This is an optimization exercise on Yosys and OpenROAD, whose aim is small area, a short achievable clock period and few clock cycles, not a production implementation.
Only simulation tests tie the RTL to the original design; equivalence was not proved.
No activity file was given, so power comes from the tool's default toggle rates.

==> willow <==
==> flow/design.v (excerpt) <==
module lay_dpu (
    input  wire        clk,
    input  wire        rst,           
    input  wire        cmd_valid,
    output wire        cmd_ready,
    input  wire [5:0]  cmd_op,
    input  wire [1:0]  cmd_acc,       
    input  wire [1:0]  cmd_lanes,     
    input  wire [1:0]  cmd_part,      
    input  wire [2:0]  cmd_t,         
    input  wire        cmd_sat,
    input  wire        cmd_rnd,       
    input  wire        cmd_int,       
    input  wire        cmd_trk,       
    input  wire [23:0] cmd_a,
    input  wire [23:0] cmd_b,
    input  wire [23:0] cmd_c,
    input  wire [23:0] cmd_d,
    input  wire [23:0] cmd_e,
    output reg         rsp_valid,
    output reg  [23:0] rsp_data,
    output reg         rsp_annul,
    output reg  [5:0]  rsp_flags,
    output reg  [4:0]  rsp_bx
);
    localparam OP_NOP   = 6'd0,  OP_MOV   = 6'd1,  OP_ADD   = 6'd2,
               OP_SUB   = 6'd3,  OP_CMP   = 6'd4,  OP_NEG   = 6'd5,
               OP_ABS   = 6'd6,  OP_MIN   = 6'd7,  OP_MAX   = 6'd8,
               OP_AND   = 6'd9,  OP_OR    = 6'd10, OP_XOR   = 6'd11,
               OP_NOT   = 6'd12, OP_TST   = 6'd13, OP_SHL   = 6'd14,
               OP_SHR   = 6'd15, OP_SHRL  = 6'd16, OP_CLAMP = 6'd17,
               OP_LERP  = 6'd18, OP_TLU   = 6'd19, OP_SCALE = 6'd20,
  ...
export LEC_CHECK = 0
export CAP_MARGIN = 20
export CORE_MARGIN = 2
export CORE_UTILIZATION = 30
export PLACE_DENSITY = 0.5
export SLEW_MARGIN = 20
create_clock -name core_clock -period 20.0 [get_ports {clk}]
standard.sh (not shown) runs the stock make flow with config.mk's settings and CLKGATE_MAP_FILE= SYNTH_SCRIPT=/design/flow/synth_recipe.tcl, a recipe that flattens the netlist after the stock synthesis.
==> flow/flow/run.sh <==
#!/bin/bash
# Layout flow: the standard flow (standard.sh), with ORFS's timing
# repair asked to leave a setup margin (so that it sizes and buffers the
# paths that set the achieved period) and the ports buffered with buf_4.
export SETUP_SLACK_MARGIN=15.5
export BUFFER_PORTS_ARGS="-buffer_cell sky130_fd_sc_hd__buf_4"
bash standard.sh > standard.log 2>&1
==> maple: changes against willow <==
--- a/flow/design.v
+++ b/flow/design.v
@@ -112,16 +112,18 @@
             if (!lerp0) c0 <= b0;
         end else if (!hz0) begin
             b0  <= c0;
             x24 <= c0[23];
             c0  <= d0;
             d0  <= e0;
         end
     end
+    reg rst_q;
+    always @(posedge clk) rst_q <= rst;
     wire mul_s1   = (op0 == OP_MPY) | (op0 == OP_MAC) | (op0 == OP_MSU);
     wire lok_s1   = (ln0 == 2'd0) | (ln0 == 2'd1 & ~n0[0]) | (ln0 == 2'd2 & n0 == 2'd0);
     wire rwp_s1   = (op0 == OP_RDP) | (op0 == OP_WRP);
     wire annul_s1 = (op0 > OP_BXCLR) | (mul_s1 & ~lok_s1) | (rwp_s1 & pt0 == 2'd3);
     wire [24:0] mx   = int0 ? {x24, b0} : {b0, 1'b0};
     wire        mneg = msu0;
     wire [24:0] mye = {a0, 1'b0};
     wire [11:0] bneg, bone, btwo;
@@ -148,17 +150,20 @@
     wire [23:0] c0f = {~c0[23], c0[22:0]};
     wire a_ge_b, a_ge_c, c_ge_b;
     lay_cmp24 u_cab (.a(a0f), .b(~b0f), .cin(1'b1), .co(a_ge_b));
     lay_cmp24 u_cac (.a(a0f), .b(~c0f), .cin(1'b1), .co(a_ge_c));
     lay_cmp24 u_ccb (.a(c0f), .b(~b0f), .cin(1'b1), .co(c_ge_b));
     wire a_lt_b = ~a_ge_b;
     wire c_gt_a = ~a_ge_c;
     wire c_lt_b = ~c_ge_b;
-    wire [23:0] clamp_r = c_gt_a ? (c_lt_b ? c0 : b0) : (a_lt_b ? a0 : b0);
+    wire clamp_c = c_gt_a & c_lt_b;           
+    wire clamp_a = ~c_gt_a & a_lt_b;
+    wire clamp_b = ~clamp_c & ~clamp_a;
+    wire [23:0] clamp_r = clamp_c ? c0 : (clamp_a ? a0 : b0);
     reg [23:0] r_s1;
     reg        v_s1, c_s1, s_s1, wv_s1, wc_s1, zr_s1;
     always @* begin
         r_s1  = a0;
         v_s1  = 1'b0;
         c_s1  = 1'b0;
         s_s1  = 1'b0;
         wv_s1 = 1'b0;
@@ -191,17 +196,17 @@
             OP_MAX:   r_s1 = a_lt_b ? b0 : a0;
             OP_AND:   begin r_s1 = a0 & b0; wv_s1 = 1'b1; end
             OP_TST:   begin r_s1 = a0 & b0; wv_s1 = 1'b1; zr_s1 = 1'b1; end
             OP_OR:    begin r_s1 = a0 | b0; wv_s1 = 1'b1; end
             OP_XOR:   begin r_s1 = a0 ^ b0; wv_s1 = 1'b1; end
             OP_NOT:   begin r_s1 = ~a0;     wv_s1 = 1'b1; end
             OP_CLAMP: begin
                 r_s1  = clamp_r;
-                c_s1  = (clamp_r != c0);
+                c_s1  = ~(clamp_c | (clamp_b & (b0 == c0)) | (clamp_a & (a0 == c0)));
                 wv_s1 = 1'b1;
                 wc_s1 = 1'b1;
             end
             OP_LERP, OP_TLU: r_s1 = c0;    
             default:  r_s1 = a0;
         endcase
     end
     wire [4:0] cnt_s1 = (b0[4:0] > 5'd24) ? 5'd24 : b0[4:0];
@@ -220,17 +225,17 @@
     reg [3:0]  ts1;                   
     reg [1:0]  pt1;
     reg [4:0]  shamt;
     reg        sh_neg, cnz1;
     reg [23:0] r1;                    
     reg [56:0] ms1, mc1;
     reg [55:0] acc_t;                 
     always @(posedge clk) begin
-        if (rst) v1 <= 1'b0;
+        if (rst_q) v1 <= 1'b0;
         else     v1 <= v0 & ~((lt0 | hz0) & ~rdy_q);
         last1   <= rdy_q;
         first1  <= (k0 == 2'd0);
         ts1     <= 4'b0001 << tg_s1;
         pt1     <= pt0;
         shamt   <= shamt_s1;
         sh_neg  <= sh_s1[5];
         int1    <= int0;
@@ -363,17 +368,17 @@
     wire byp_w = v1 & wr_t & ((ts1 & ts_s1) != 4'd0);
     wire byp_c = v1 & c_clra & ((r1[3:0] & ts_s1) != 4'd0);
     always @(posedge clk)
         acc_t <= byp_w ? acc_w : (byp_c ? 56'd0 : acc_s1);
     reg        v2, annul2, rz2, rdf2, rdbx2, wzn2, scla2, zsc2, nsc2;
     reg        wv2, vv2, wc2, cv2, ss2, trk2, bxclr2, wrf2;
     reg [23:0] zv2;
     always @(posedge clk) begin
-        if (rst) begin
+        if (rst_q) begin
             acc0   <= 56'd0;
             acc1   <= 56'd0;
             acc2   <= 56'd0;
             acc3   <= 56'd0;
             bv     <= 1'b0;
             v2     <= 1'b0;
         end else begin
             v2 <= v1 & last1;
@@ -441,17 +446,17 @@
         end
         if (bxclr2) begin
             f_n[FBV] = 1'b0;
             bx_n = 5'd23;
         end
         if (wrf2) f_n = zv2[5:0];
     end
     always @(posedge clk) begin
-        if (rst) begin
+        if (rst_q) begin
             f_q       <= 6'd0;
             bx_q      <= 5'd23;
             rsp_valid <= 1'b0;
         end else begin
             rsp_valid <= v2;
             if (v2) begin
                 f_q       <= f_n;
                 bx_q      <= bx_n;
==> flow/flow/run.sh (replaced) <==
#!/bin/bash
# Layout flow: the standard flow (standard.sh), with ORFS's timing
# repair asked to leave a setup margin (so that it sizes and buffers the
# paths that set the achieved period) and the ports buffered with buf_4.
export SETUP_SLACK_MARGIN=15.0
export BUFFER_PORTS_ARGS="-buffer_cell sky130_fd_sc_hd__buf_4"
bash standard.sh > standard.log 2>&1
==> results by group <==
Status
  – Status: complete, no violations

STA
  – Fmax: 189 MHz

Yosys
  – Synthesized flop and latch total: around 700

Finish
  – Post-route cell area: ~77,000 um2
  – Fin nets: 8,046

Critical path
  – CP endpoint kind: primary output
  – Setup Crit Path Kind: register to primary output
  – CP max-delay cell: edfxtp_1
  – Crit path buffers/inverters: 1
  – Slowest stage delay, CP: around 420 ps

Global routing
  – Met2 GRT Util: 45.2%

Drt
  – Post-Route M1 WL: 127,000 um

Clock tree
  – Skew-Pair Late Insertion Delay: approximately 750 ps

Power and ir drop
  – Clock power frac: 14.5%

Place
  – Gpl congestion: 1.05
  – Pre-CTS setup slack: 13,910 ps
The numbers above come from willow.

==> results by group <==
Critical path
  – CP max-delay cell: a222oi_1
  – Crit path buffers/inverters: 7
  – Slowest stage delay, CP: approximately 700 ps
  – CP endpoint kind: register

STA
  – Fmax: around 190 MHz

Status
  – Status: finished with violations
  – Failing Checks: capacitance limit

Power and ir drop
  – Clock power frac: 15.1%

Global routing
  – Met2 GRT Util: ~42%

Finish
  – Post-route cell area: around 72,000 um2

Place
  – Gpl congestion: about 1
  – Pre-CTS setup slack: approximately 13,000 ps

Yosys
  – Synthesized flop and latch total: 689

Job
  – Count of max-cap constraint violations: 1
The numbers above come from maple.

Testbench counts of willow, summed over its fixed seeds: cycles 11,502.
Testbench counts of maple, summed over its fixed seeds: cycles 11,502.

## port drivers added, routing unchanged
Ports are ideal in the flow. The routed layouts listed here were re-timed in OpenROAD.
Step 1 assumes that a clkbuf_16 drives the clock port and a buf_2 every other input.
Step 2 adds t to the input delays and takes it off the output delays; t is the mean of the earliest and latest rising clock arrival at the registers after step 1. Input paths then give back, and output paths get back, about the clock's delay inside the block.
Three values: ideal, step 1, step 2; two values: the first two.
| run | shift t [ns] | setup WS [ns] | worst hold slack (ns) | worst setup path after step 2 | clock arrival spread, ns |
|---|---|---|---|---|---|
| willow | 0.805 | 14.707 / 14.623 / 14.480 | 0.327 / 0.327 / 0.327 | input to register | 0.064 / 0.064 |
| maple | 0.816 | 14.608 / 14.608 / 14.608 | 0.327 / 0.327 / 0.327 | register to register | 0.052 / 0.052 |
For willow, which loses most, drivers alone change the setup slack by -0.084 ns; drivers and shift together by -0.227 ns.
